Background: an optimization exercise with open tools, aiming at small area, a short achievable clock period and few clock cycles. Do not read the settings as production practice. The RTL was checked by simulation tests, not by an equivalence proof against the original design.

--- flow/config.mk ---
export PLATFORM = sky130hd
export DESIGN_NAME = q9_dotacc
export DESIGN_NICKNAME = q9_dotacc
export VERILOG_FILES = /design/flow/design.v
export SDC_FILE = /design/flow/constraint.sdc
export NUM_CORES = 4
export LEC_CHECK = 0
export ABC_AREA = 1
export CAP_MARGIN = 20
export CORE_MARGIN = 2
export CORE_UTILIZATION = 40
export SLEW_MARGIN = 20
--- flow/constraint.sdc ---
create_clock -name core_clock -period 90.0 [get_ports {clk}]
set_input_delay 18.0000 -clock core_clock [delete_from_list [all_inputs] [get_ports {clk}]]
set_output_delay 18.0000 -clock core_clock [all_outputs]
set_load 0.01 [all_outputs]
--- flow/design.v ---
module q9_dotacc (
    input  wire         clk,
    input  wire         rst,
    input  wire         in_valid,
    output wire         in_ready,
    input  wire         in_first,
    input  wire         in_last,
    input  wire         in_fmt,
    input  wire [127:0] in_w,
    input  wire [127:0] in_a,
    input  wire [15:0]  in_sw,
    input  wire [15:0]  in_sa,
    output reg          out_valid,
    output wire [31:0]  out_acc,
    output wire         out_nsc,
    output wire         out_of
);
    reg         r0_v, r0_first, r0_last, r0_fmt;
    reg [31:0]  r0_ps;
    reg [95:0]  r0_wm, r0_am;
    reg [15:0]  r0_sw, r0_sa;
    assign in_ready = ~(r0_v & r0_fmt);
    integer i;
    always @(posedge clk) begin
        r0_v     <= ~rst & in_valid & in_ready;
        r0_first <= in_first;
        r0_last  <= in_last;
        r0_fmt   <= in_fmt;
        r0_sw    <= in_sw;
        r0_sa    <= in_sa;
        for (i = 0; i < 32; i = i + 1) begin
            r0_ps[i]         <= in_w[4*i+3] ^ in_a[4*i+3];
            r0_wm[3*i +: 3]  <= in_w[4*i +: 3];
            r0_am[3*i +: 3]  <= in_a[4*i +: 3];
        end
    end
    wire signed [12:0] s_lo, s_hi;
    q9_half_dot u_dot_lo (.ps(r0_ps[15:0]),  .wm(r0_wm[47:0]),  .am(r0_am[47:0]),  .s(s_lo));
    q9_half_dot u_dot_hi (.ps(r0_ps[31:16]), .wm(r0_wm[95:48]), .am(r0_am[95:48]), .s(s_hi));
    wire signed [13:0] s_first = {s_lo[12], s_lo} + (r0_fmt ? 14'sd0 : {s_hi[12], s_hi});
    reg         h_v, h_last;
    reg  [12:0] h_s;
    reg  [7:0]  h_sw, h_sa;
    always @(posedge clk) begin
        h_v    <= ~rst & ~h_v & r0_v & r0_fmt;
        h_last <= r0_last;
        h_s    <= s_hi;
        h_sw   <= r0_sw[15:8];
        h_sa   <= r0_sa[15:8];
    end
    reg                u_v, u_first, u_last, u_qf4;
    reg  signed [13:0] u_s;
    reg         [7:0]  u_sw, u_sa;
    always @(posedge clk) begin
        u_v     <= ~rst & (h_v | r0_v);
        u_first <= ~h_v & r0_first;
        u_last  <= h_v ? h_last : (r0_last & ~r0_fmt);
        u_qf4   <= h_v | r0_fmt;
        u_s     <= h_v ? {h_s[12], h_s} : s_first;
        u_sw    <= h_v ? h_sw : r0_sw[7:0];
        u_sa    <= h_v ? h_sa : r0_sa[7:0];
    end
    wire               c_nan, c_sign;
    wire        [18:0] c_sig;
    wire signed [10:0] c_k;
    q9_contrib u_c (
        .s(u_s), .qf4(u_qf4), .sw(u_sw), .sa(u_sa),
        .c_nan(c_nan), .c_sign(c_sign), .c_sig(c_sig), .c_k(c_k)
    );
    reg         r1_v, r1_first, r1_last;
    reg         r1_nan, r1_sign;
    reg  [18:0] r1_sig;
    reg  [10:0] r1_k;
    always @(posedge clk) begin
        r1_v     <= ~rst & u_v;
        r1_first <= u_first;
        r1_last  <= u_last;
        r1_nan   <= c_nan;
        r1_sign  <= c_sign;
        r1_sig   <= c_sig;
        r1_k     <= c_k;
    end
    reg [31:0] acc;
    reg        nsc;
    reg        ovf;
    assign out_acc = acc;
    assign out_nsc = nsc;
    assign out_of  = ovf;
    wire [31:0] acc_start = r1_first ? 32'h0000_0000 : acc;
    wire [31:0] sum;
    wire        of;
    q9_acc_add u_add (
        .acc(acc_start), .c_nan(r1_nan), .c_sign(r1_sign), .c_sig(r1_sig),
        .c_k(r1_k), .res(sum), .ovf(of)
    );
    always @(posedge clk) begin
        if (rst) begin
            out_valid <= 1'b0;
        end else begin
            out_valid <= r1_v & r1_last;
        end
        if (r1_v) begin
            acc <= sum;
            nsc <= (r1_first ? 1'b0 : nsc) | r1_nan;
            ovf <= (r1_first ? 1'b0 : ovf) | of;
        end
    end
endmodule
module q9_half_dot (
    input  wire        [15:0] ps,
    input  wire        [47:0] wm,
    input  wire        [47:0] am,
    output wire signed [12:0] s
);
    function [7:0] fp4_prod;
        input [2:0] cw, ca;
        reg [3:0] hw, ha;    
        reg [6:0] oh;        
        reg       f3w, f3a, f3, f9;
        begin
            hw[0] = (cw == 3'd1) | (cw == 3'd3);
            hw[1] = (cw == 3'd2) | (cw == 3'd5);
            hw[2] = (cw == 3'd4) | (cw == 3'd7);
            hw[3] = (cw == 3'd6);
            ha[0] = (ca == 3'd1) | (ca == 3'd3);
            ha[1] = (ca == 3'd2) | (ca == 3'd5);
            ha[2] = (ca == 3'd4) | (ca == 3'd7);
            ha[3] = (ca == 3'd6);
            f3w = cw[0] & (cw[2] | cw[1]);
            f3a = ca[0] & (ca[2] | ca[1]);
            f3  = f3w ^ f3a;
            f9  = f3w & f3a;
            oh[0] = hw[0] & ha[0];
            oh[1] = (hw[0] & ha[1]) | (hw[1] & ha[0]);
            oh[2] = (hw[0] & ha[2]) | (hw[1] & ha[1]) | (hw[2] & ha[0]);
            oh[3] = (hw[0] & ha[3]) | (hw[1] & ha[2]) | (hw[2] & ha[1]) | (hw[3] & ha[0]);
            oh[4] = (hw[1] & ha[3]) | (hw[2] & ha[2]) | (hw[3] & ha[1]);
            oh[5] = (hw[2] & ha[3]) | (hw[3] & ha[2]);
            oh[6] = hw[3] & ha[3];
            fp4_prod[0] = oh[0];
            fp4_prod[1] = oh[1] | (f3 & oh[0]);
            fp4_prod[2] = oh[2] | (f3 & oh[1]);
            fp4_prod[3] = oh[3] | (f3 & oh[2]) | (f9 & oh[0]);
            fp4_prod[4] = oh[4] | (f3 & oh[3]) | (f9 & oh[1]);
            fp4_prod[5] = oh[5] | (f3 & oh[4]) | (f9 & oh[2]);
            fp4_prod[6] = oh[6] | (f3 & oh[5]) | (f9 & oh[3]);
            fp4_prod[7] = f9 & oh[4];
        end
    endfunction
    wire [7:0] x0 = fp4_prod(wm[0 +: 3], am[0 +: 3]) ^ {8{ps[0]}};
    wire [7:0] x1 = fp4_prod(wm[3 +: 3], am[3 +: 3]) ^ {8{ps[1]}};
    wire [7:0] x2 = fp4_prod(wm[6 +: 3], am[6 +: 3]) ^ {8{ps[2]}};
    wire [7:0] x3 = fp4_prod(wm[9 +: 3], am[9 +: 3]) ^ {8{ps[3]}};
    wire [7:0] x4 = fp4_prod(wm[12 +: 3], am[12 +: 3]) ^ {8{ps[4]}};
    wire [7:0] x5 = fp4_prod(wm[15 +: 3], am[15 +: 3]) ^ {8{ps[5]}};
    wire [7:0] x6 = fp4_prod(wm[18 +: 3], am[18 +: 3]) ^ {8{ps[6]}};
    wire [7:0] x7 = fp4_prod(wm[21 +: 3], am[21 +: 3]) ^ {8{ps[7]}};
    wire [7:0] x8 = fp4_prod(wm[24 +: 3], am[24 +: 3]) ^ {8{ps[8]}};
    wire [7:0] x9 = fp4_prod(wm[27 +: 3], am[27 +: 3]) ^ {8{ps[9]}};
    wire [7:0] x10 = fp4_prod(wm[30 +: 3], am[30 +: 3]) ^ {8{ps[10]}};
    wire [7:0] x11 = fp4_prod(wm[33 +: 3], am[33 +: 3]) ^ {8{ps[11]}};
    wire [7:0] x12 = fp4_prod(wm[36 +: 3], am[36 +: 3]) ^ {8{ps[12]}};
    wire [7:0] x13 = fp4_prod(wm[39 +: 3], am[39 +: 3]) ^ {8{ps[13]}};
    wire [7:0] x14 = fp4_prod(wm[42 +: 3], am[42 +: 3]) ^ {8{ps[14]}};
    wire [7:0] x15 = fp4_prod(wm[45 +: 3], am[45 +: 3]) ^ {8{ps[15]}};
    wire s1, c2, s3, c4, s5, c6, s7, c8, s9, c10, s11, c12, s13, c14, s15, c16, s17, c18, s19, c20, s21, c22, s23, c24, s25, c26, s27, c28, s29, c30, s31, c32, s33, c34, s35, c36, s37, c38, s39, c40, s41, c42, s43, c44, s45, c46, s47, c48, s49, c50, s51, c52, s53, c54, s55, c56, s57, c58, s59, c60, s61, c62, s63, c64, s65, c66, s67, c68, s69, c70, s71, c72, s73, c74, s75, c76, s77, c78, s79, c80, s81, c82, s83, c84, s85, c86, s87, c88, s89, c90, s91, c92, s93, c94, s95, c96, s97, c98, s99, c100, s101, c102, s103, c104, s105, c106, s107, c108, s109, c110, s111, c112, s113, c114, s115, c116, s117, c118, s119, c120, s121, c122, s123, c124, s125, c126, s127, c128, s129, c130, s131, c132, s133, c134, s135, c136, s137, c138, s139, c140, s141, c142, s143, c144, s145, c146, s147, c148, s149, c150, s151, c152, s153, c154, s155, c156, s157, c158, s159, c160, s161, c162, s163, c164, s165, c166, s167, c168, s169, c170, s171, c172, s173, c174, s175, c176, s177, c178, s179, c180, s181, c182, s183, c184, s185, c186, s187, c188, s189, c190, s191, c192, s193, c194, s195, c196, s197, c198, s199, c200, s201, c202, s203, c204, s205, c206, s207, c208, s209, c210, s211, c212, s213, c214, s215, c216, s217, c218, s219, c220, s221, c222, s223, c224, s225, c226, s227, c228, s229, c230, s231, c232, s233, c234, s235, c236, s237, c238, s239, c240, s241, c242, s243, c244, s245, c246, s247, c248, s249, c250, s251, c252, s253, c254, s255, c256, s257, c258, s259, c260, s261, c262, s263, c264, s265, c266, s267, c268, s269, c270, s271, c272, s273, c274, s275, c276, s277, c278, s279, c280, s281, c282, s283, c284, s285, c286, s287, c288, s289, c290, s291, c292, s293, c294, s295, c296, s297, c298, s299, c300, s301, c302;
    assign s1 = x0[0] ^ ps[0] ^ x1[0];
    assign c2 = (x0[0] & ps[0]) | (x0[0] & x1[0]) | (ps[0] & x1[0]);
    assign s3 = ps[1] ^ x2[0] ^ ps[2];
    assign c4 = (ps[1] & x2[0]) | (ps[1] & ps[2]) | (x2[0] & ps[2]);
    assign s5 = s1 ^ s3 ^ x3[0];
    assign c6 = (s1 & s3) | (s1 & x3[0]) | (s3 & x3[0]);
    assign s7 = ps[3] ^ x4[0] ^ ps[4];
    assign c8 = (ps[3] & x4[0]) | (ps[3] & ps[4]) | (x4[0] & ps[4]);
    assign s9 = x5[0] ^ ps[5] ^ x6[0];
    assign c10 = (x5[0] & ps[5]) | (x5[0] & x6[0]) | (ps[5] & x6[0]);
    assign s11 = ps[6] ^ x7[0] ^ ps[7];
    assign c12 = (ps[6] & x7[0]) | (ps[6] & ps[7]) | (x7[0] & ps[7]);
    assign s13 = x8[0] ^ ps[8];
    assign c14 = x8[0] & ps[8];
    assign s15 = c2 ^ c4 ^ x0[1];
    assign c16 = (c2 & c4) | (c2 & x0[1]) | (c4 & x0[1]);
    assign s17 = x1[1] ^ x2[1] ^ x3[1];
    assign c18 = (x1[1] & x2[1]) | (x1[1] & x3[1]) | (x2[1] & x3[1]);
    assign s19 = s5 ^ s7 ^ s9;
    assign c20 = (s5 & s7) | (s5 & s9) | (s7 & s9);
    assign s21 = s11 ^ s13 ^ x9[0];
    assign c22 = (s11 & s13) | (s11 & x9[0]) | (s13 & x9[0]);
    assign s23 = ps[9] ^ x10[0] ^ ps[10];
    assign c24 = (ps[9] & x10[0]) | (ps[9] & ps[10]) | (x10[0] & ps[10]);
    assign s25 = c6 ^ c8 ^ c10;
    assign c26 = (c6 & c8) | (c6 & c10) | (c8 & c10);
    assign s27 = c12 ^ c14 ^ s15;
    assign c28 = (c12 & c14) | (c12 & s15) | (c14 & s15);
    assign s29 = s17 ^ x4[1] ^ x5[1];
    assign c30 = (s17 & x4[1]) | (s17 & x5[1]) | (x4[1] & x5[1]);
    assign s31 = x6[1] ^ x7[1] ^ x8[1];
    assign c32 = (x6[1] & x7[1]) | (x6[1] & x8[1]) | (x7[1] & x8[1]);
    assign s33 = x9[1] ^ x10[1];
    assign c34 = x9[1] & x10[1];
    assign s35 = c16 ^ c18 ^ x0[2];
    assign c36 = (c16 & c18) | (c16 & x0[2]) | (c18 & x0[2]);
    assign s37 = x1[2] ^ x2[2] ^ x3[2];
    assign c38 = (x1[2] & x2[2]) | (x1[2] & x3[2]) | (x2[2] & x3[2]);
    assign s39 = x4[2] ^ x5[2] ^ x6[2];
    assign c40 = (x4[2] & x5[2]) | (x4[2] & x6[2]) | (x5[2] & x6[2]);
    assign s41 = x7[2] ^ x8[2] ^ x9[2];
    assign c42 = (x7[2] & x8[2]) | (x7[2] & x9[2]) | (x8[2] & x9[2]);
    assign s43 = x10[2] ^ x11[2] ^ x12[2];
    assign c44 = (x10[2] & x11[2]) | (x10[2] & x12[2]) | (x11[2] & x12[2]);
    assign s45 = x0[3] ^ x1[3] ^ x2[3];
    assign c46 = (x0[3] & x1[3]) | (x0[3] & x2[3]) | (x1[3] & x2[3]);
    assign s47 = x3[3] ^ x4[3] ^ x5[3];
    assign c48 = (x3[3] & x4[3]) | (x3[3] & x5[3]) | (x4[3] & x5[3]);
    assign s49 = x6[3] ^ x7[3] ^ x8[3];
    assign c50 = (x6[3] & x7[3]) | (x6[3] & x8[3]) | (x7[3] & x8[3]);
    assign s51 = x9[3] ^ x10[3] ^ x11[3];
    assign c52 = (x9[3] & x10[3]) | (x9[3] & x11[3]) | (x10[3] & x11[3]);
    assign s53 = x0[4] ^ x1[4] ^ x2[4];
    assign c54 = (x0[4] & x1[4]) | (x0[4] & x2[4]) | (x1[4] & x2[4]);
    assign s55 = x3[4] ^ x4[4] ^ x5[4];
    assign c56 = (x3[4] & x4[4]) | (x3[4] & x5[4]) | (x4[4] & x5[4]);
    assign s57 = x6[4] ^ x7[4] ^ x8[4];
    assign c58 = (x6[4] & x7[4]) | (x6[4] & x8[4]) | (x7[4] & x8[4]);
    assign s59 = x9[4] ^ x10[4];
    assign c60 = x9[4] & x10[4];
    assign s61 = x0[5] ^ x1[5] ^ x2[5];
    assign c62 = (x0[5] & x1[5]) | (x0[5] & x2[5]) | (x1[5] & x2[5]);
    assign s63 = x3[5] ^ x4[5] ^ x5[5];
    assign c64 = (x3[5] & x4[5]) | (x3[5] & x5[5]) | (x4[5] & x5[5]);
    assign s65 = x6[5] ^ x7[5] ^ x8[5];
    assign c66 = (x6[5] & x7[5]) | (x6[5] & x8[5]) | (x7[5] & x8[5]);
    assign s67 = x9[5] ^ x10[5];
    assign c68 = x9[5] & x10[5];
    assign s69 = x0[6] ^ x1[6] ^ x2[6];
    assign c70 = (x0[6] & x1[6]) | (x0[6] & x2[6]) | (x1[6] & x2[6]);
    assign s71 = x3[6] ^ x4[6] ^ x5[6];
    assign c72 = (x3[6] & x4[6]) | (x3[6] & x5[6]) | (x4[6] & x5[6]);
    assign s73 = x6[6] ^ x7[6] ^ x8[6];
    assign c74 = (x6[6] & x7[6]) | (x6[6] & x8[6]) | (x7[6] & x8[6]);
    assign s75 = x9[6] ^ x10[6];
    assign c76 = x9[6] & x10[6];
    assign s77 = x0[7] ^ x1[7] ^ x2[7];
    assign c78 = (x0[7] & x1[7]) | (x0[7] & x2[7]) | (x1[7] & x2[7]);
    assign s79 = x3[7] ^ x4[7] ^ x5[7];
    assign c80 = (x3[7] & x4[7]) | (x3[7] & x5[7]) | (x4[7] & x5[7]);
    assign s81 = x6[7] ^ x7[7] ^ x8[7];
    assign c82 = (x6[7] & x7[7]) | (x6[7] & x8[7]) | (x7[7] & x8[7]);
    assign s83 = x9[7] ^ x10[7];
    assign c84 = x9[7] & x10[7];
    assign s85 = ~ps[0] ^ ~ps[1] ^ ~ps[2];
    assign c86 = (~ps[0] & ~ps[1]) | (~ps[0] & ~ps[2]) | (~ps[1] & ~ps[2]);
    assign s87 = ~ps[3] ^ ~ps[4] ^ ~ps[5];
    assign c88 = (~ps[3] & ~ps[4]) | (~ps[3] & ~ps[5]) | (~ps[4] & ~ps[5]);
    assign s89 = ~ps[6] ^ ~ps[7] ^ ~ps[8];
    assign c90 = (~ps[6] & ~ps[7]) | (~ps[6] & ~ps[8]) | (~ps[7] & ~ps[8]);
    assign s91 = ~ps[9] ^ ~ps[10];
    assign c92 = ~ps[9] & ~ps[10];
    assign s93 = s19 ^ s21 ^ s23;
    assign c94 = (s19 & s21) | (s19 & s23) | (s21 & s23);
    assign s95 = x11[0] ^ ps[11] ^ x12[0];
    assign c96 = (x11[0] & ps[11]) | (x11[0] & x12[0]) | (ps[11] & x12[0]);
    assign s97 = c20 ^ c22 ^ c24;
    assign c98 = (c20 & c22) | (c20 & c24) | (c22 & c24);
    assign s99 = s25 ^ s27 ^ s29;
    assign c100 = (s25 & s27) | (s25 & s29) | (s27 & s29);
    assign s101 = s31 ^ s33 ^ x11[1];
    assign c102 = (s31 & s33) | (s31 & x11[1]) | (s33 & x11[1]);
    assign s103 = c26 ^ c28 ^ c30;
    assign c104 = (c26 & c28) | (c26 & c30) | (c28 & c30);
    assign s105 = c32 ^ c34 ^ s35;
    assign c106 = (c32 & c34) | (c32 & s35) | (c34 & s35);
    assign s107 = s37 ^ s39 ^ s41;
    assign c108 = (s37 & s39) | (s37 & s41) | (s39 & s41);
    assign s109 = s43 ^ x13[2];
    assign c110 = s43 & x13[2];
    assign s111 = c36 ^ c38 ^ c40;
    assign c112 = (c36 & c38) | (c36 & c40) | (c38 & c40);
    assign s113 = c42 ^ c44 ^ s45;
    assign c114 = (c42 & c44) | (c42 & s45) | (c44 & s45);
    assign s115 = s47 ^ s49 ^ s51;
    assign c116 = (s47 & s49) | (s47 & s51) | (s49 & s51);
    assign s117 = x12[3] ^ x13[3] ^ x14[3];
    assign c118 = (x12[3] & x13[3]) | (x12[3] & x14[3]) | (x13[3] & x14[3]);
    assign s119 = c46 ^ c48 ^ c50;
    assign c120 = (c46 & c48) | (c46 & c50) | (c48 & c50);
    assign s121 = c52 ^ s53 ^ s55;
    assign c122 = (c52 & s53) | (c52 & s55) | (s53 & s55);
    assign s123 = s57 ^ s59 ^ x11[4];
    assign c124 = (s57 & s59) | (s57 & x11[4]) | (s59 & x11[4]);
    assign s125 = x12[4] ^ x13[4] ^ x14[4];
    assign c126 = (x12[4] & x13[4]) | (x12[4] & x14[4]) | (x13[4] & x14[4]);
    assign s127 = c54 ^ c56 ^ c58;
    assign c128 = (c54 & c56) | (c54 & c58) | (c56 & c58);
    assign s129 = c60 ^ s61 ^ s63;
    assign c130 = (c60 & s61) | (c60 & s63) | (s61 & s63);
    assign s131 = s65 ^ s67 ^ x11[5];
    assign c132 = (s65 & s67) | (s65 & x11[5]) | (s67 & x11[5]);
    assign s133 = x12[5] ^ x13[5] ^ x14[5];
    assign c134 = (x12[5] & x13[5]) | (x12[5] & x14[5]) | (x13[5] & x14[5]);
    assign s135 = c62 ^ c64 ^ c66;
    assign c136 = (c62 & c64) | (c62 & c66) | (c64 & c66);
    assign s137 = c68 ^ s69 ^ s71;
    assign c138 = (c68 & s69) | (c68 & s71) | (s69 & s71);
    assign s139 = s73 ^ s75 ^ x11[6];
    assign c140 = (s73 & s75) | (s73 & x11[6]) | (s75 & x11[6]);
    assign s141 = x12[6] ^ x13[6] ^ x14[6];
    assign c142 = (x12[6] & x13[6]) | (x12[6] & x14[6]) | (x13[6] & x14[6]);
    assign s143 = c70 ^ c72 ^ c74;
    assign c144 = (c70 & c72) | (c70 & c74) | (c72 & c74);
    assign s145 = c76 ^ s77 ^ s79;
    assign c146 = (c76 & s77) | (c76 & s79) | (s77 & s79);
    assign s147 = s81 ^ s83 ^ x11[7];
    assign c148 = (s81 & s83) | (s81 & x11[7]) | (s83 & x11[7]);
    assign s149 = x12[7] ^ x13[7] ^ x14[7];
    assign c150 = (x12[7] & x13[7]) | (x12[7] & x14[7]) | (x13[7] & x14[7]);
    assign s151 = c78 ^ c80 ^ c82;
    assign c152 = (c78 & c80) | (c78 & c82) | (c80 & c82);
    assign s153 = c84 ^ s85 ^ s87;
    assign c154 = (c84 & s85) | (c84 & s87) | (s85 & s87);
    assign s155 = s89 ^ s91 ^ ~ps[11];
    assign c156 = (s89 & s91) | (s89 & ~ps[11]) | (s91 & ~ps[11]);
    assign s157 = ~ps[12] ^ ~ps[13] ^ ~ps[14];
    assign c158 = (~ps[12] & ~ps[13]) | (~ps[12] & ~ps[14]) | (~ps[13] & ~ps[14]);
    assign s159 = s93 ^ s95 ^ ps[12];
    assign c160 = (s93 & s95) | (s93 & ps[12]) | (s95 & ps[12]);
    assign s161 = x13[0] ^ ps[13];
    assign c162 = x13[0] & ps[13];
    assign s163 = c94 ^ c96 ^ s97;
    assign c164 = (c94 & c96) | (c94 & s97) | (c96 & s97);
    assign s165 = s99 ^ s101 ^ x12[1];
    assign c166 = (s99 & s101) | (s99 & x12[1]) | (s101 & x12[1]);
    assign s167 = x13[1] ^ x14[1];
    assign c168 = x13[1] & x14[1];
    assign s169 = c98 ^ c100 ^ c102;
    assign c170 = (c98 & c100) | (c98 & c102) | (c100 & c102);
    assign s171 = s103 ^ s105 ^ s107;
    assign c172 = (s103 & s105) | (s103 & s107) | (s105 & s107);
    assign s173 = s109 ^ x14[2] ^ x15[2];
    assign c174 = (s109 & x14[2]) | (s109 & x15[2]) | (x14[2] & x15[2]);
    assign s175 = c104 ^ c106 ^ c108;
    assign c176 = (c104 & c106) | (c104 & c108) | (c106 & c108);
    assign s177 = c110 ^ s111 ^ s113;
    assign c178 = (c110 & s111) | (c110 & s113) | (s111 & s113);
    assign s179 = s115 ^ s117 ^ x15[3];
    assign c180 = (s115 & s117) | (s115 & x15[3]) | (s117 & x15[3]);
    assign s181 = c112 ^ c114 ^ c116;
    assign c182 = (c112 & c114) | (c112 & c116) | (c114 & c116);
    assign s183 = c118 ^ s119 ^ s121;
    assign c184 = (c118 & s119) | (c118 & s121) | (s119 & s121);
    assign s185 = s123 ^ s125 ^ x15[4];
    assign c186 = (s123 & s125) | (s123 & x15[4]) | (s125 & x15[4]);
    assign s187 = c120 ^ c122 ^ c124;
    assign c188 = (c120 & c122) | (c120 & c124) | (c122 & c124);
    assign s189 = c126 ^ s127 ^ s129;
    assign c190 = (c126 & s127) | (c126 & s129) | (s127 & s129);
    assign s191 = s131 ^ s133 ^ x15[5];
    assign c192 = (s131 & s133) | (s131 & x15[5]) | (s133 & x15[5]);
    assign s193 = c128 ^ c130 ^ c132;
    assign c194 = (c128 & c130) | (c128 & c132) | (c130 & c132);
    assign s195 = c134 ^ s135 ^ s137;
    assign c196 = (c134 & s135) | (c134 & s137) | (s135 & s137);
    assign s197 = s139 ^ s141 ^ x15[6];
    assign c198 = (s139 & s141) | (s139 & x15[6]) | (s141 & x15[6]);
    assign s199 = c136 ^ c138 ^ c140;
    assign c200 = (c136 & c138) | (c136 & c140) | (c138 & c140);
    assign s201 = c142 ^ s143 ^ s145;
    assign c202 = (c142 & s143) | (c142 & s145) | (s143 & s145);
    assign s203 = s147 ^ s149 ^ x15[7];
    assign c204 = (s147 & s149) | (s147 & x15[7]) | (s149 & x15[7]);
    assign s205 = c144 ^ c146 ^ c148;
    assign c206 = (c144 & c146) | (c144 & c148) | (c146 & c148);
    assign s207 = c150 ^ s151 ^ s153;
    assign c208 = (c150 & s151) | (c150 & s153) | (s151 & s153);
    assign s209 = s155 ^ s157 ^ ~ps[15];
    assign c210 = (s155 & s157) | (s155 & ~ps[15]) | (s157 & ~ps[15]);
    assign s211 = c152 ^ c154 ^ c156;
    assign c212 = (c152 & c154) | (c152 & c156) | (c154 & c156);
    assign s213 = c158 ^ c86 ^ c88;
    assign c214 = (c158 & c86) | (c158 & c88) | (c86 & c88);
    assign s215 = c90 ^ c92;
    assign c216 = c90 & c92;
    assign s217 = s159 ^ s161 ^ x14[0];
    assign c218 = (s159 & s161) | (s159 & x14[0]) | (s161 & x14[0]);
    assign s219 = c160 ^ c162 ^ s163;
    assign c220 = (c160 & c162) | (c160 & s163) | (c162 & s163);
    assign s221 = s165 ^ s167;
    assign c222 = s165 & s167;
    assign s223 = c164 ^ c166 ^ c168;
    assign c224 = (c164 & c166) | (c164 & c168) | (c166 & c168);
    assign s225 = s169 ^ s171 ^ s173;
    assign c226 = (s169 & s171) | (s169 & s173) | (s171 & s173);
    assign s227 = c170 ^ c172 ^ c174;
    assign c228 = (c170 & c172) | (c170 & c174) | (c172 & c174);
    assign s229 = s175 ^ s177 ^ s179;
    assign c230 = (s175 & s177) | (s175 & s179) | (s177 & s179);
    assign s231 = c176 ^ c178 ^ c180;
    assign c232 = (c176 & c178) | (c176 & c180) | (c178 & c180);
    assign s233 = s181 ^ s183 ^ s185;
    assign c234 = (s181 & s183) | (s181 & s185) | (s183 & s185);
    assign s235 = c182 ^ c184 ^ c186;
    assign c236 = (c182 & c184) | (c182 & c186) | (c184 & c186);
    assign s237 = s187 ^ s189 ^ s191;
    assign c238 = (s187 & s189) | (s187 & s191) | (s189 & s191);
    assign s239 = c188 ^ c190 ^ c192;
    assign c240 = (c188 & c190) | (c188 & c192) | (c190 & c192);
    assign s241 = s193 ^ s195 ^ s197;
    assign c242 = (s193 & s195) | (s193 & s197) | (s195 & s197);
    assign s243 = c194 ^ c196 ^ c198;
    assign c244 = (c194 & c196) | (c194 & c198) | (c196 & c198);
    assign s245 = s199 ^ s201 ^ s203;
    assign c246 = (s199 & s201) | (s199 & s203) | (s201 & s203);
    assign s247 = c200 ^ c202 ^ c204;
    assign c248 = (c200 & c202) | (c200 & c204) | (c202 & c204);
    assign s249 = s205 ^ s207 ^ s209;
    assign c250 = (s205 & s207) | (s205 & s209) | (s207 & s209);
    assign s251 = c206 ^ c208 ^ c210;
    assign c252 = (c206 & c208) | (c206 & c210) | (c208 & c210);
    assign s253 = s211 ^ s213 ^ s215;
    assign c254 = (s211 & s213) | (s211 & s215) | (s213 & s215);
    assign s255 = c212 ^ c214;
    assign c256 = c212 & c214;
    assign s257 = s217 ^ ps[14];
    assign c258 = s217 & ps[14];
    assign s259 = c218 ^ s219 ^ s221;
    assign c260 = (c218 & s219) | (c218 & s221) | (s219 & s221);
    assign s261 = c220 ^ c222 ^ s223;
    assign c262 = (c220 & c222) | (c220 & s223) | (c222 & s223);
    assign s263 = c224 ^ c226 ^ s227;
    assign c264 = (c224 & c226) | (c224 & s227) | (c226 & s227);
    assign s265 = c228 ^ c230 ^ s231;
    assign c266 = (c228 & c230) | (c228 & s231) | (c230 & s231);
    assign s267 = c232 ^ c234 ^ s235;
    assign c268 = (c232 & c234) | (c232 & s235) | (c234 & s235);
    assign s269 = c236 ^ c238 ^ s239;
    assign c270 = (c236 & c238) | (c236 & s239) | (c238 & s239);
    assign s271 = c240 ^ c242 ^ s243;
    assign c272 = (c240 & c242) | (c240 & s243) | (c242 & s243);
    assign s273 = c244 ^ c246 ^ s247;
    assign c274 = (c244 & c246) | (c244 & s247) | (c246 & s247);
    assign s275 = c248 ^ c250 ^ s251;
    assign c276 = (c248 & c250) | (c248 & s251) | (c250 & s251);
    assign s277 = c252 ^ c254 ^ s255;
    assign c278 = (c252 & c254) | (c252 & s255) | (c254 & s255);
    assign s279 = s257 ^ x15[0];
    assign c280 = s257 & x15[0];
    assign s281 = c258 ^ s259 ^ x15[1];
    assign c282 = (c258 & s259) | (c258 & x15[1]) | (s259 & x15[1]);
    assign s283 = c260 ^ s261 ^ s225;
    assign c284 = (c260 & s261) | (c260 & s225) | (s261 & s225);
    assign s285 = c262 ^ s263 ^ s229;
    assign c286 = (c262 & s263) | (c262 & s229) | (s263 & s229);
    assign s287 = c264 ^ s265 ^ s233;
    assign c288 = (c264 & s265) | (c264 & s233) | (s265 & s233);
    assign s289 = c266 ^ s267 ^ s237;
    assign c290 = (c266 & s267) | (c266 & s237) | (s267 & s237);
    assign s291 = c268 ^ s269 ^ s241;
    assign c292 = (c268 & s269) | (c268 & s241) | (s269 & s241);
    assign s293 = c270 ^ s271 ^ s245;
    assign c294 = (c270 & s271) | (c270 & s245) | (s271 & s245);
    assign s295 = c272 ^ s273 ^ s249;
    assign c296 = (c272 & s273) | (c272 & s249) | (s273 & s249);
    assign s297 = c274 ^ s275 ^ s253;
    assign c298 = (c274 & s275) | (c274 & s253) | (s275 & s253);
    assign s299 = c276 ^ s277 ^ c216;
    assign c300 = (c276 & s277) | (c276 & c216) | (s277 & c216);
    assign s301 = c278 ^ c256;
    assign c302 = c278 & c256;
    wire [12:0] ra = {c302, c300, c298, c296, c294, c292, c290, c288, c286, c284, c282, c280, s279};
    wire [12:0] rb = {1'b1, s301, s299, s297, s295, s293, s291, s289, s287, s285, s283, s281, ps[15]};
    wire [13:0] rc;
    wire [12:0] rs;
    assign rc[0] = 1'b0;
    genvar k;
    generate
        for (k = 0; k < 13; k = k + 1) begin : g_rca
            assign rs[k]   = ra[k] ^ rb[k] ^ rc[k];
            assign rc[k+1] = (ra[k] & rb[k]) | (ra[k] & rc[k]) | (rb[k] & rc[k]);
        end
    endgenerate
    assign s = rs;
endmodule
module q9_contrib (
    input  wire signed [13:0] s,
    input  wire               qf4,
    input  wire        [7:0]  sw,
    input  wire        [7:0]  sa,
    output wire               c_nan,
    output wire               c_sign,
    output wire        [18:0] c_sig,
    output wire signed [10:0] c_k
);
    wire [12:0] s_abs = s[13] ? -s[12:0] : s[12:0];
    wire [3:0] sig_w = qf4 ? {(sw[7:3] != 5'd0), sw[2:0]} : 4'd1;
    wire [3:0] sig_a = qf4 ? {(sa[7:3] != 5'd0), sa[2:0]} : 4'd1;
    wire [4:0] ew    = (sw[7:3] == 5'd0) ? 5'd1 : sw[7:3];
    wire [4:0] ea    = (sa[7:3] == 5'd0) ? 5'd1 : sa[7:3];
    wire [7:0]  sig_prod = sig_w * sig_a;
    wire [18:0] mag      = s_abs * sig_prod;
    wire signed [10:0] e_lsb = qf4 ? ($signed({6'd0, ew}) + $signed({6'd0, ea}) - 11'sd38)
                                   : ($signed({3'd0, sw}) + $signed({3'd0, sa}) - 11'sd256);
    reg [4:0] lz;
    integer i;
    always @(*) begin
        lz = 5'd19;
        for (i = 0; i < 19; i = i + 1)
            if (mag[i]) lz = 5'd18 - i[4:0];
    end
    wire zero = (mag == 19'd0);
    assign c_nan  = (sw == 8'hFF) | (sa == 8'hFF);
    assign c_sign = s[13] & ~zero;
    assign c_sig  = mag << lz;
    assign c_k    = zero ? -11'sd400 : e_lsb + 11'sd145 - $signed({6'd0, lz});
endmodule
module q9_acc_add (
    input  wire        [31:0] acc,
    input  wire               c_nan,
    input  wire               c_sign,
    input  wire        [18:0] c_sig,
    input  wire signed [10:0] c_k,
    output reg         [31:0] res,
    output reg                ovf
);
    wire [7:0]  a_e   = acc[30:23];
    wire        a_nz  = (a_e != 8'd0);
    wire        a_max = (a_e == 8'hFF);
    wire        a_nan = a_max & (acc[22:0] != 23'd0);
    wire        a_inf = a_max & (acc[22:0] == 23'd0);
    wire [23:0] a_sig = {a_nz, acc[22:0]};
    wire [7:0]  a_e1  = {a_e[7:1], a_e[0] | ~a_nz};
    wire [23:0] c_s24 = {c_sig, 5'd0};
    wire signed [11:0] d_ac = $signed({4'd0, a_e1}) - $signed({c_k[10], c_k});
    wire signed [11:0] d_ca = $signed({c_k[10], c_k}) - $signed({4'd0, a_e1});
    wire        a_big = ~d_ac[11];
    wire [11:0] d     = a_big ? d_ac : d_ca;
    wire [4:0]  sh    = (d > 12'd27) ? 5'd27 : d[4:0];
    wire [23:0] big_sig   = a_big ? a_sig : c_s24;
    wire [23:0] sml_sig = a_big ? c_s24 : a_sig;
    wire        s_big = a_big ? acc[31] : c_sign;
    wire        s_sml = a_big ? c_sign : acc[31];
    wire signed [11:0] eb_big = a_big ? $signed({4'd0, a_e1}) - 12'sd1
                                      : $signed({c_k[10], c_k}) - 12'sd1;
    wire [53:0] sw = {sml_sig, 3'd0, 27'd0} >> sh;
    wire [26:0] s_al = {sw[53:28], sw[27] | (sw[26:0] != 27'd0)};
    wire [26:0] b_al = {big_sig, 3'd0};
    wire        sub  = s_big ^ s_sml;
    wire [27:0] x_bs = sub ? ({1'b0, b_al} - {1'b0, s_al}) : ({1'b0, b_al} + {1'b0, s_al});
    wire [27:0] x_sb = {1'b0, s_al} - {1'b0, b_al};
    wire        neg  = sub & x_bs[27];
    wire [27:0] m    = neg ? x_sb : x_bs;
    wire        sgn  = neg ? s_sml : s_big;
    reg [4:0] lz;
    integer i;
    always @(*) begin
        lz = 5'd27;
        for (i = 0; i < 27; i = i + 1)
            if (m[i]) lz = 5'd26 - i[4:0];
    end
    wire [11:0] lmax = (eb_big > 12'sd27) ? 12'd27 : eb_big;
    wire [4:0]  ls   = ({7'd0, lz} > lmax) ? lmax[4:0] : lz;
    wire [26:0] mn   = m[26:0] << ls;
    wire [23:0] kept = m[27] ? m[27:4] : mn[26:3];
    wire        g    = m[27] ? m[3]    : mn[2];
    wire        st   = m[27] ? (m[2:0] != 3'd0) : (mn[1:0] != 2'd0);
    wire        up   = g & (st | kept[0]);
    wire [24:0] kr   = {1'b0, kept} + {24'd0, up};
    wire signed [11:0] e_base = m[27] ? eb_big + 12'sd1 : eb_big - $signed({7'd0, ls});
    wire signed [11:0] e_fld  = e_base + $signed({10'd0, kr[24:23]});
    always @(*) begin
        ovf = 1'b0;
        if (c_nan | a_nan) begin
            res = 32'h7FC0_0000;
        end else if (a_inf) begin
            res = acc;
        end else if (m == 28'd0) begin
            res = 32'h0000_0000;
        end else if (e_fld >= 12'sd255) begin
            res = {sgn, 8'hFF, 23'd0};
            ovf = 1'b1;
        end else begin
            res = {sgn, e_fld[7:0], kr[22:0]};
        end
    end
endmodule
--- flow/run.sh ---
#!/bin/bash
# synth_recipe.tcl (not shown) runs the flow's synth.tcl, then flattens the netlist and writes it again
# the make line also repeats each setting of config.mk as NAME=value (left out here)
make -C /OpenROAD-flow-scripts/flow DESIGN_CONFIG=/design/flow/config.mk WORK_HOME=/design/flow/orfs CLKGATE_MAP_FILE= SYNTH_SCRIPT=/design/flow/synth_recipe.tcl finish
==> summary.md, run 1 <==
| Metric | Value |
|---|---|
| Vias in the first global route | ~40000 |
| Count leader, synth | inv_1 |
| Mapped Nets | 7447 |
| Hold WC Path Type | flop to flop |
| CP required | roughly 72000 ps |
| Worst stage delay on the critical path | 500 ps |
| Initial DRC count | ~3200 |
| Sequential cell area | ~8300 sq um |
| MaxCap Viol Count | 0 |
| Yosys top cell area share | ~16% |
| Setup CP Type | flop to primary output |
| Via count | roughly 42000 |
| I/O pin count | between 300 and 400 |
| Hold Buf Count CTS | 0 |
| Min Tclk post-route | 19800 ps |
| Cell variety after synth | 73 |
| Worst R2R Start | r1_first |
| Util after Layout | between 40% and 50% |
| Resized Gates After CTS | 0 |
| Post-DP Area | between 40000 and 50000 sq um |
| Startpoint of the worst setup timing path | r0_fmt |
| Via/cell ratio | just over 5 |
| Top_reg_cell synth | dfxtp_1 |
| Sinks on Clock Net | slightly below 400 |
| Outcome | finished clean |
| R2R cell count | 95 |
| CTS root buf | clkbuf_16 |
| Synth top cells by count | 1300 x inv_1, 1167 x nand2_1, 701 x nor2_1 |
| Tcrit/Tclk final | between 20% and 30% |
| Worst slew pin tran | 1090 ps |
| Total CTS buffers | 44 |
| Final #Nets | about 7700 |
| Worst EP arrival | 1800 ps |
| Setup Buffers After CTS | 0 |
| Crit-path cells | buf_4 -> nand2_1 -> clkdlybuf4s50_1 |
| DIE HEIGHT | 339 um |
| Crit end category | primary output |
| Post-route cell area | slightly above 50000 sq um |
| DP HPWL | between 100000 and 150000 um |
| Max Fclk | 50.5 MHz |
| Area of the multi-input gates | a little over 30000 sq um |
| Setup violators final | 0 |
| Clk slew on worst S/H paths | roughly 70 ps |
| Site Rows | ~120 |
| Share of cells above drive strength 1 | under 10% |
| Clk Latency, worst-skew pair | approximately 660 ps |
| Worst path top cell family by delay | buffers and inverters |
| DRC errors left | 0 |
| RSZ-0062 raised after global routing | no |
| Antenna violations before repair | 2 |
| YS warnings | 4 |
| Initial Utilization | between 40% and 50% |
| Ys async rst share | 0% |
| Post-Route WL | between 100000 and 150000 um |
| Crit. path cell count | 3 |
| Top cells by area, synth | dfxtp_1 16%, fa_1 16%, inv_1 11% |
| Routability cong. | about 0.98 |
| CTS Buffer Depth | 3 |
| Final Hold Fails | 0 |
| Critical Path Start Type | flop |
| Hold path startpoint | r0_sw[14] |
| Worst rel slew slack | around 27% |
| P&R area growth vs syn | 13.6% |
| Setup TNS | 0 ps |
| Cells after Synth | roughly 6500 |
| Fill count | 11400 |
| Number of flops mapped to enable cells by yosys | 34 |
| Drt wl/cell | 17.0 um |
| Die span in x | 339 um |
| Largest net degree at the start of global routing | 86 |
| Grt total ovfl | 0 |
| DIE AREA | ~120000 sq um |
| Yosys reg bits | just under 400 |
| Count of pins over their slew limit | 0 |
| CTS H-tree lvls | 2 |
| Port bufs | between 300 and 400 |
| Post-Syn Area | between 40000 and 50000 sq um |
| Hold path depth | 0 |
| CTS tree | built |
| Crit path max fanout | 15 |
| Register area share after synthesis | 18.3% |
| Detail Route Antenna Nets | 0 |
| Clock Skew | about 52 ps |
| Avg Inst Size Synth | ~6.9 sq um |
| Slowest cell on crit path | clkdlybuf4s50_1 |
| Yosys top cell by area | dfxtp_1 |
| First-pass DRT Iterations | 6 |
| WP buf/inv | 2 |
| First-pass GRT wire length | around 220000 um |
| GRT Overall Usage | 24.1% |
| Core area | between 100000 and 150000 sq um |
flip-flops by register name, indices dropped and copies added, names as in the netlist, 8 cells and up:
signal / cells
r0_wm: 96
r0_sa: 16
r1_sig: 19
h_sw: 8
acc: 32
u_sw: 8
h_s: 13
r1_k: 11
r0_sw: 16
u_sa: 8
h_sa: 8
u_s: 14
r0_am: 96
r0_ps: 32
layout make-up:
cell class	count	area share [%]
Multi-Input combinational cell	4649	60.7
Clock inverter	20	0.470
Timing Repair Buffer	345	6.68
Tap cell	1500	3.67
Inverter	1344	9.87
Clock buffer	59	2.46
Antenna cell	2	0.00979
Sequential cell	395	16.1
layout by cell type, fill, tap and decap left out, types with 7 or more instances in the layout:
master           instances
nand3_1                365
inv_2                   28
nand2_2                 16
o31ai_1                 14
clkdlybuf4s50_1        329
xnor2_1                 20
a21o_1                   7
a221oi_1                38
inv_1                 1300
o221ai_1                69
nor3_1                  46
xor2_1                 350
o211ai_1                 9
o21bai_1                21
nor4_1                  13
dfxtp_1                359
a31oi_1                 11
a21oi_1                419
clkinv_1                15
nor2_1                 701
nand2_1               1167
buf_4                   16
nand3_2                  8
edfxtp_1                34
o22ai_1                 71
a22oi_1                 23
xor2_2                   7
fa_1                   357
o21a_1                  13
o21ai_0                475
clkbuf_16               46
ha_1                   264
clkbuf_1                 7
nor2_2                   8
or2_2                   10
o21ai_1                 26
nand4_1                 38
worst paths after layout:
check	end	slack, ps
worst max-delay path	in_ready	70200
worst min-delay path	h_sw[6]	320
worst max register to register	acc[6]	71330
worst min register to register	h_sw[6]	320
per-layer routing:
metal | routed length [um] | vias up | track usage (%)
met3 | 8330 | 164 | 3.58
met1 | 64200 | 19600 | 32.6
met4 | 4040 | 0 | 6.35
met2 | 64700 | 1133 | 40.1
li1 | - | 21200 | -
met5 | 0 | - | 0
logic make-up after synthesis:
logic type                 count (synthesis)  share of synthesized area, %
and+or+nand+nor                         2402                          22.2
buffers and inverters                   1488                          12.8
AOI/OAI and AO/OA                       1244                          15.9
adders and majority gates                621                          23.2
DFF                                      395                          18.3
xor gates and xnor gates                 378                          7.44
muxes                                      4                        0.0890
metrics by stage:
step | hold slack, ps | setup WS [ps] | cells
global route | 326 | 69720 | 8312
floorplan | 310 | 71500 | 6532
global placement | 312 | 70820 | 8233
finish | 324 | 70200 | 8314
CTS | 319 | 70150 | 8312
detailed placement | 312 | 70820 | 8233
Testbench counts, summed over its fixed seeds: cycles 46,863.
==> run 2: changes to the inputs <==
--- a/flow/design.v
+++ b/flow/design.v
@@ -21,3 +21,4 @@
     reg [15:0]  r0_sw, r0_sa;
-    assign in_ready = ~(r0_v & r0_fmt);
+    reg rdy;
+    assign in_ready = rdy;
     integer i;
@@ -25,2 +26,3 @@
         r0_v     <= ~rst & in_valid & in_ready;
+        rdy      <= rst | ~(in_valid & in_ready & in_fmt);
         r0_first <= in_first;
@@ -533,20 +535,27 @@
     wire signed [11:0] d_ca = $signed({c_k[10], c_k}) - $signed({4'd0, a_e1});
-    wire        a_big = ~d_ac[11];
+    wire        a_ge  = (a_sig >= c_s24);
+    wire        e_gt  = ($signed({4'd0, a_e1}) > $signed({c_k[10], c_k}));
+    wire        e_eq  = ({3'd0, a_e1} == c_k);
+    wire        a_big = e_gt | (e_eq & a_ge);
     wire [11:0] d     = a_big ? d_ac : d_ca;
     wire [4:0]  sh    = (d > 12'd27) ? 5'd27 : d[4:0];
-    wire [23:0] big_sig   = a_big ? a_sig : c_s24;
+    wire [23:0] big_sig = a_big ? a_sig : c_s24;
     wire [23:0] sml_sig = a_big ? c_s24 : a_sig;
-    wire        s_big = a_big ? acc[31] : c_sign;
-    wire        s_sml = a_big ? c_sign : acc[31];
-    wire signed [11:0] eb_big = a_big ? $signed({4'd0, a_e1}) - 12'sd1
-                                      : $signed({c_k[10], c_k}) - 12'sd1;
-    wire [53:0] sw = {sml_sig, 3'd0, 27'd0} >> sh;
-    wire [26:0] s_al = {sw[53:28], sw[27] | (sw[26:0] != 27'd0)};
+    wire        s_big   = a_big ? acc[31] : c_sign;
+    wire        s_sml   = a_big ? c_sign : acc[31];
+    wire [9:0]  eb_big  = a_big ? {2'd0, a_e1} - 10'd1 : c_k[9:0] - 10'd1;
+    wire [26:0] al0 = {sml_sig, 3'd0};
+    wire [26:0] al1 = sh[4] ? {16'd0, al0[26:17], al0[16:0] != 17'd0}  : al0;
+    wire [26:0] al2 = sh[3] ? { 8'd0, al1[26:9],  al1[8:0]  != 9'd0}   : al1;
+    wire [26:0] al3 = sh[2] ? { 4'd0, al2[26:5],  al2[4:0]  != 5'd0}   : al2;
+    wire [26:0] al4 = sh[1] ? { 2'd0, al3[26:3],  al3[2:0]  != 3'd0}   : al3;
+    wire [26:0] s_al = sh[0] ? { 1'd0, al4[26:2], al4[1:0]  != 2'd0}   : al4;
     wire [26:0] b_al = {big_sig, 3'd0};
     wire        sub  = s_big ^ s_sml;
-    wire [27:0] x_bs = sub ? ({1'b0, b_al} - {1'b0, s_al}) : ({1'b0, b_al} + {1'b0, s_al});
-    wire [27:0] x_sb = {1'b0, s_al} - {1'b0, b_al};
-    wire        neg  = sub & x_bs[27];
-    wire [27:0] m    = neg ? x_sb : x_bs;
+    wire [27:0] x    = {1'b0, b_al} + ({1'b0, s_al} ^ {28{sub}}) + {27'd0, sub};
+    wire        neg  = sub & x[27];
+    wire        s_lo = (s_al[2:0] != 3'd0);
+    wire [27:0] m    = neg ? {1'b0, ~x[26:3], s_al[2:0]} : x;
     wire        sgn  = neg ? s_sml : s_big;
+    wire        zero = ~neg & (x == 28'd0);
     reg [4:0] lz;
@@ -556,7 +565,7 @@
         for (i = 0; i < 27; i = i + 1)
-            if (m[i]) lz = 5'd26 - i[4:0];
+            if (x[i]) lz = 5'd26 - i[4:0];
     end
-    wire [11:0] lmax = (eb_big > 12'sd27) ? 12'd27 : eb_big;
-    wire [4:0]  ls   = ({7'd0, lz} > lmax) ? lmax[4:0] : lz;
-    wire [26:0] mn   = m[26:0] << ls;
+    wire [4:0]  ls   = ({5'd0, lz} > eb_big) ? eb_big[4:0] : lz;
+    wire [26:0] xn   = x[26:0] << ls;
+    wire [26:0] mn   = neg ? m[26:0] : xn;
     wire [23:0] kept = m[27] ? m[27:4] : mn[26:3];
@@ -564,6 +573,8 @@
     wire        st   = m[27] ? (m[2:0] != 3'd0) : (mn[1:0] != 2'd0);
-    wire        up   = g & (st | kept[0]);
+    wire        up   = (g & (st | kept[0])) | (neg & ~s_lo);
     wire [24:0] kr   = {1'b0, kept} + {24'd0, up};
-    wire signed [11:0] e_base = m[27] ? eb_big + 12'sd1 : eb_big - $signed({7'd0, ls});
-    wire signed [11:0] e_fld  = e_base + $signed({10'd0, kr[24:23]});
+    wire [9:0]  e_base = m[27] ? eb_big + 10'd1 : eb_big - {5'd0, ls};
+    wire [9:0]  e_fld  = e_base + {8'd0, kr[24:23]};
+    wire        e_ovf  = (e_base >= 10'd255) | ((e_base == 10'd254) & (kr[24] | kr[23]))
+                       | ((e_base == 10'd253) & kr[24]);
     always @(*) begin
@@ -574,5 +585,5 @@
             res = acc;
-        end else if (m == 28'd0) begin
+        end else if (zero) begin
             res = 32'h0000_0000;
-        end else if (e_fld >= 12'sd255) begin
+        end else if (e_ovf) begin
             res = {sgn, 8'hFF, 23'd0};
==> flow/flow/run.sh (new file) <==
#!/bin/bash
# The standard layout (the standard.sh, standard synthesis included), with
# every input and output port buffered by the smallest buffer cell instead of
# the one buffer_ports picks by default. Each tool's output goes to the ORFS
# logs under orfs/logs; this script's own output goes to flow_run.log.
set -euo pipefail
bash standard.sh "BUFFER_PORTS_ARGS=-buffer_cell sky130_fd_sc_hd__buf_1" finish > flow_run.log 2>&1
==> flow/standard.sh (new file) <==
#!/bin/bash
# synth_recipe.tcl (not shown) runs the flow's synth.tcl, then flattens the netlist and writes it again
# the make line also repeats each setting of config.mk as NAME=value (left out here)
make -C /OpenROAD-flow-scripts/flow DESIGN_CONFIG=/design/flow/config.mk WORK_HOME=/design/flow/orfs CLKGATE_MAP_FILE= SYNTH_SCRIPT=/design/flow/synth_recipe.tcl "${@:-finish}"
removed: flow/run.sh
==> summary.md, run 2 <==
| Metric | Value |
|---|---|
| Outcome | finished clean |
| Commonest non-fill, non-tap cells in the layout | 1203 x inv_1, 1117 x nand2_1, 622 x nor2_1 |
| M2 GR Usage | 37.7% (-2.4 points) |
| Grt total ovfl | 0 (unchanged) |
| Number of flops mapped to enable cells by yosys | 34 (unchanged) |
| Initial DRC count | 2561 (-20%) |
| CTS Buffer Depth | 3 (unchanged) |
| Routability cong. | 0.957 (-2.2%) |
| Setup Buffers After CTS | 0 (unchanged) |
| RSZ-0062 raised after global routing | no |
| Worst rel slew slack | 27.1% (-0.30 points) |
| Final #Nets | 7351 (-4.5%) |
| Post-route cell area | 47700 sq um (-6.7%) |
| Post-DP Area | 46200 sq um (-6.8%) |
| Busiest grt layer | met2 |
| Hold WC Path Type | flop to flop |
| Top cells by area, synth | dfxtp_1 17%, fa_1 16%, inv_1 10% |
| P&R area growth vs syn | 8.69% |
| Register area share after synthesis | 18.8% (+0.51 points) |
| Worst path top cell family by delay | buffers and inverters |
| Clk slew on worst S/H paths | 60 ps (about the same) |
| Port bufs | 329 (unchanged) |
| Cells after Synth | 6207 (-5.0%) |
| Post-Syn Area | 43900 sq um (-2.5%) |
| Core area | 109000 sq um (-2.8%) |
| Setup TNS | 0 ps (unchanged) |
| Startpoint of the worst setup timing path | out_valid |
| Via count | 39600 (-5.9%) |
| Critical Path Start Type | flop |
| Hold Buf Count CTS | 0 (unchanged) |
| Setup violators final | 0 (unchanged) |
| Commonest non-fill, non-tap cell in the layout | inv_1 |
| Count of pins over their slew limit | 0 (unchanged) |
| Util after Layout | 43.8% (-1.8 points) |
| Top_reg_cell synth | dfxtp_1 |
| Yosys top cell area share | 16.5% (+0.46 points) |
| Post-Route WL | 123000 um (-13%) |
| Antenna violations before repair | 0 (-2) |
| Setup CP Type | flop to primary output |
| Resized Gates After CTS | 0 (unchanged) |
| Largest net degree at the start of global routing | 77 (-10%) |
| CTS H-tree lvls | 2 (unchanged) |
| Crit end category | primary output |
| Ys async rst share | 0% (unchanged) |
| Yosys top cell by area | dfxtp_1 |
| Reg-to-Reg End | acc[17] |
| Count leader, synth | inv_1 |
| DRC errors left | 0 (unchanged) |
| Drt wl/cell | 15.6 um (-8.2%) |
| DIE HEIGHT | 335 um (-1.2%) |
| Total CTS buffers | 43 (-2.3%) |
| Crit. path cell count | 1 (-2) |
| Mapped Nets | 7094 (-4.7%) |
| Grt met3 use | 2.89% (-0.69 points) |
| DIE AREA | 112000 sq um (-2.5%) |
| Clock Skew | 41.0 ps (-11.5 ps) |
| Vias in the first global route | 38700 (-5.5%) |
| Worst stage delay on the critical path | 390 ps (-110 ps) |
| # diodes | 0 (-2) |
| Final Hold Fails | 0 (unchanged) |
| Cell variety after synth | 74 (+1.4%) |
| Crit-path cells | buf_1 |
| Met1 usage | 28.2% (-4.4 points) |
| Initial Utilization | 40.3% (+0.14 points) |
| MaxCap Viol Count | 0 (unchanged) |
| Avg Inst Size Synth | 7.07 sq um (+2.6%) |
| Worst Setup EP | out_valid |
| WP buf/inv | 1 (-1) |
| Via/cell ratio | 5.01 (-1.0%) |
| Tcrit/Tclk final | 21.5% (-0.54 points) |
| DP HPWL | 104000 um (-13%) |
| R2R cell count | 81 (-15%) |
| Biggest regs | r0_am: 96 flops, r0_wm: 96 flops |
| CTS root buf | clkbuf_16 |
| Yosys reg bits | 396 (+0.25%) |
| Worst slew pin tran | 1090 ps (+8.15 ps) |
| Share of cells above drive strength 1 | 4.50% (+1.5 points) |
| Sinks on Clock Net | 396 (+0.25%) |
| Max Fclk | 51.8 MHz (+2.5%) |
| Synth top cells by count | 1203 x inv_1, 1117 x nand2_1, 622 x nor2_1 |
| Clk Latency, worst-skew pair | 620 ps (-40 ps) |
| Slowest cell on crit path | buf_1 |
| I/O pin count | 330 (unchanged) |
| GRT Overall Usage | 21.8% (-2.3 points) |
| First-pass GRT wire length | 198000 um (-11%) |
| CTS tree | built |
| YS warnings | 4 (unchanged) |
| Detail Route Antenna Nets | 0 (unchanged) |
| Crit path max fanout | 1 (-14) |
| Reg-to-reg slack, setup | 72680 ps (+1350 ps) |
| First-pass DRT Iterations | 5 (-1) |
| Site Rows | 121 (-1.6%) |
| Min Tclk post-route | 19310 ps (-487 ps) |
| Worst EP arrival | 1310 ps (-490 ps) |
| Worst R2R Start | r1_first |
| CP required | 72000 ps (about the same) |
| Die span in x | 335 um (-1.2%) |
## run 2: cell type report
cell class	count	area [sq um]
Fill cell	11200	61200
Inverter	1264	4750
Sequential cell	396	8270
Multi-Input combinational cell	4414	30100
Clock inverter	22	319
Timing Repair Buffer	345	1360
Clock buffer	53	1160
Tap cell	1414	1770
## run 2: per-stage QoR
| stage | std cells | setup slack (ps) | hold WS, ps |
|---|---|---|---|
| 5_1_grt | 7908 | 70530 | 328 |
| 6_report | 7908 | 70690 | 320 |
| 3_5_place_dp | 7833 | 71320 | 314 |
| 4_1_cts | 7908 | 70620 | 322 |
| 2_1_floorplan | 6207 | 71580 | 310 |
| 3_3_place_gp | 7833 | 71320 | 313 |
## run 2: cell families (layout without fill, tap and decap cells)
family | Yosys count | after routing | share of synthesized area, %
simple gates | 2296 | 2296 | 22.6
buf+inv | 1397 | 1684 | 12.6
compound gates | 1115 | 1115 | 14.5
fa+ha+maj | 593 | 593 | 23.0
xor+xnor | 405 | 405 | 8.28
flops | 396 | 396 | 18.8
mux | 5 | 5 | 0.114
## run 2: worst reg2reg max path: cells and delay by family, from the launching register on
kind,cells,cell delay (ps)
AOI/OAI and AO/OA,16,2470
xor gates and xnor gates,4,950
adders and majority gates,7,1920
buffers and inverters,11,2900
DFF,1,1000
and+or+nand+nor,43,7840
## run 2: layer usage
layer / routed length, um / up-vias
met4: 3690 / 0
met2: 58300 / 1041
met3: 6580 / 157
li1: - / 20100
met1: 54800 / 18300
met5: 0 / -
## run 2: worst min path at each step
stage                   start      end  depth (start not counted)
floorplan            r0_sa[8]  h_sa[0]                          0
global placement     r0_sa[8]  h_sa[0]                          0
detailed placement  r0_sw[14]  h_sw[6]                          0
CTS                 r0_sa[13]  h_sa[5]                          0
global route        r0_sa[13]  h_sa[5]                          0
finish              r0_sa[13]  h_sa[5]                          0
Testbench counts of run 2, summed over its fixed seeds: cycles 46,863.
==> run 3: changes to the inputs <==
--- a/flow/config.mk
+++ b/flow/config.mk
@@ -11,2 +11,4 @@
 export CORE_UTILIZATION = 40
+export CTS_CLUSTER_DIAMETER = 300
+export CTS_CLUSTER_SIZE = 22
 export SLEW_MARGIN = 20
==> summary.md, run 3 <==
| Metric | Value |
|---|---|
| Yosys top cell by area | dfxtp_1 |
| Vias in the first global route | 38500 (-0.38%) |
| Top_reg_cell synth | dfxtp_1 |
| Min Tclk post-route | 19310 ps (-0.500 ps) |
| MaxCap Viol Count | 0 (unchanged) |
| GRT Overall Usage | 21.6% (-0.22 points) |
| Util after Layout | 43.0% (-0.85 points) |
| Detail Route Antenna Nets | 0 (unchanged) |
| Reg-to-reg slack, setup | 72720 ps (+40 ps) |
| Count of pins over their slew limit | 0 (unchanged) |
| Worst R2R Start | r1_first |
| Die span in x | 335 um (unchanged) |
| Worst slew pin tran | 1090 ps (-4.52 ps) |
| Critical Path Start Type | flop |
| Ys async rst share | 0% (unchanged) |
| Commonest non-fill, non-tap cells in the layout | 1203 x inv_1, 1117 x nand2_1, 622 x nor2_1 |
| Initial DRC count | 2485 (-3.0%) |
| DP HPWL | 104000 um (unchanged) |
| Startpoint of the worst setup timing path | out_valid |
| Placed cells | 7833 (unchanged) |
| Site Rows | 121 (unchanged) |
| Avg Inst Size Synth | 7.07 sq um (unchanged) |
| Crit-path cells | buf_1 |
| Core area | 109000 sq um (unchanged) |
| Post-route cell area | 46800 sq um (-1.9%) |
| Hold Buf Count CTS | 0 (unchanged) |
| CTS root buf | clkbuf_16 |
| Sinks on Clock Net | 396 (unchanged) |
| Reg-to-Reg End | acc[17] |
| CTS H-tree lvls | 1 (-1) |
| Resized Gates After CTS | 0 (unchanged) |
| # diodes | 0 (unchanged) |
| Worst rel slew slack | 27.4% (+0.30 points) |
| Dpl ws | 71320 ps (unchanged) |
| Yosys reg bits | 396 (unchanged) |
| Setup violators final | 0 (unchanged) |
| Final worst slack | 70690 ps (+0.500 ps) |
| Yosys top cell area share | 16.5% (unchanged) |
| DIE HEIGHT | 335 um (unchanged) |
| Synth top cells by count | 1203 x inv_1, 1117 x nand2_1, 622 x nor2_1 |
| Routability cong. | 0.957 (unchanged) |
| Crit path max fanout | 1 (unchanged) |
| Worst Setup EP | out_valid |
| Post-Route WL | 123000 um (-0.68%) |
| DRC errors left | 0 (unchanged) |
| Port bufs | 329 (unchanged) |
| Setup CP Type | flop to primary output |
| Count leader, synth | inv_1 |
| Final Hold Fails | 0 (unchanged) |
| Setup Buffers After CTS | 0 (unchanged) |
| Mapped Nets | 7094 (unchanged) |
| Post-DP Area | 46200 sq um (unchanged) |
| Cell variety after synth | 74 (unchanged) |
| Top cells by area, synth | dfxtp_1 17%, fa_1 16%, inv_1 10% |
| R2R cell count | 81 (unchanged) |
| Number of flops mapped to enable cells by yosys | 34 (unchanged) |
| First-pass DRT Iterations | 6 (+1) |
| Clk slew on worst S/H paths | 100 ps (+40 ps) |
| Hold WC Path Type | flop to flop |
| Worst stage delay on the critical path | 400 ps (about the same) |
| Final std cells w/o fill | 7858 (-0.63%) |
| Commonest non-fill, non-tap cell in the layout | inv_1 |
| Cells after Synth | 6207 (unchanged) |
| Max Fclk | 51.8 MHz (about the same) |
| Share of cells above drive strength 1 | 3.80% (-0.69 points) |
| Clock Skew | 27.4 ps (-13.6 ps) |
| P&R area growth vs syn | 6.57% |
| CTS tree | built |
| Outcome | finished clean |
| Tcrit/Tclk final | 21.5% (about the same) |
| CTS Buffer Depth | 3 (unchanged) |
| Initial Utilization | 40.3% (unchanged) |
| Antenna violations before repair | 0 (unchanged) |
| Total CTS buffers | 21 (-51%) |
| Final #Nets | 7329 (-0.30%) |
| CP required | 72000 ps (about the same) |
| Worst hold slack | 319 ps (-1.23 ps) |
| Largest net degree at the start of global routing | 77 (unchanged) |
| Via/cell ratio | 5.02 (+0.22%) |
| Crit. path cell count | 1 (unchanged) |
| DIE AREA | 112000 sq um (unchanged) |
| Crit end category | primary output |
| Clk Latency, worst-skew pair | 610 ps (about the same) |
| Via count | 39500 (-0.42%) |
| Setup TNS | 0 ps (unchanged) |
| Register area share after synthesis | 18.8% (unchanged) |
| Post-Syn Area | 43900 sq um (unchanged) |
| Biggest regs | r0_am: 96 flops, r0_wm: 96 flops |
| Worst EP arrival | 1310 ps (about the same) |
| First-pass GRT wire length | 197000 um (-0.51%) |
| RSZ-0062 raised after global routing | no |
| YS warnings | 4 (unchanged) |
| WP buf/inv | 1 (unchanged) |
| Slowest cell on crit path | buf_1 |
| Worst path top cell family by delay | buffers and inverters |
| Grt total ovfl | 0 (unchanged) |
| Drt wl/cell | 15.6 um (about the same) |
| I/O pin count | 330 (unchanged) |
## run 3: cell count changes in the layout (fill, tap and decap cells not counted), moves of 2 or more
cell        before  now
bufinv_16        6    0
clkbuf_1         6    3
clkbuf_16       44   21
clkbuf_8         2    0
clkinv_2         3    1
clkinv_4         3    1
clkinvlp_4       4    0
inv_6            5    1
## run 3: worst reg2reg max path, delay by kind of cell, from the launching register on
family	cells	cell delay, ps
XOR/XNOR	4	940
AO/OA/AOI/OAI	16	2480
flip-flops	1	1000
AND/OR/NAND/NOR	43	7870
buffers and inverters	11	2870
adder cells (fa/ha/maj)	7	1920
## run 3: kinds of logic (layout without fill, tap and decap cells)
family | after synthesis | count (layout) | synth area share [%]
AND/OR/NAND/NOR | 2296 | 2296 | 22.6
AO/OA/AOI/OAI | 1115 | 1115 | 14.5
flip-flops | 396 | 396 | 18.8
buffers and inverters | 1397 | 1634 | 12.6
adder cells (fa/ha/maj) | 593 | 593 | 23.0
multiplexers | 5 | 5 | 0.114
XOR/XNOR | 405 | 405 | 8.28
## run 3: worst min path at each step
stage	startpoint	endpoint	slack [ps]	depth (start not counted)
2_1_floorplan	r0_sa[8]	h_sa[0]	310	0
3_3_place_gp	r0_sa[8]	h_sa[0]	310	0
3_5_place_dp	r0_sw[14]	h_sw[6]	310	0
4_1_cts	r0_sw[10]	h_sw[2]	330	0
5_1_grt	r0_sw[10]	h_sw[2]	330	0
6_report	r0_sw[10]	h_sw[2]	320	0
## run 3: layout make-up
cell class / instances / area [sq um]
Inverter: 1264 / 4750
Tap cell: 1414 / 1770
Clock buffer: 24 / 537
Multi-Input combinational cell: 4414 / 30100
Sequential cell: 396 / 8270
Clock inverter: 1 / 8.76
Timing Repair Buffer: 345 / 1360
Fill cell: 11300 / 62100
## run 3: metal layers
layer / up-vias / GRT usage (%) / wire [um]
li1: 20100 / - / -
met3: 134 / 2.11 / 6150
met1: 18300 / 28.2 / 54700
met4: 0 / 5.69 / 3260
met2: 1002 / 37.8 / 58500
met5: - / 0 / 0

[port drivers added, routing unchanged]
How much do the figures lean on ideal ports? The routed layouts below were timed once more, with nothing changed but the port constraints.
Step 1, drivers: a clkbuf_16 drives clk and a buf_2 each remaining input, both assumed.
Step 2 moves the port delays by t, midway between the first and last clock arrival at a register: inputs arrive t later, outputs are due t later. That takes back most of the time a late clock gives input paths.
a / b / c = no drivers / after step 1 / after step 2; a / b = the first two.
| run | shift t [ns] | setup WS [ns] | worst data-port slew with drivers (ns) | pins driven straight from the clock port |
|---|---|---|---|---|
| run 1 | 0.701 | 70.200 / 70.130 / 70.831 | 0.07 | 1 |
| run 2 | 0.673 | 70.687 / 70.620 / 71.293 | 0.05 | 1 |
| run 3 | 0.661 | 70.688 / 70.621 / 71.282 | 0.04 | 1 |
After both steps every run listed still meets setup and hold.
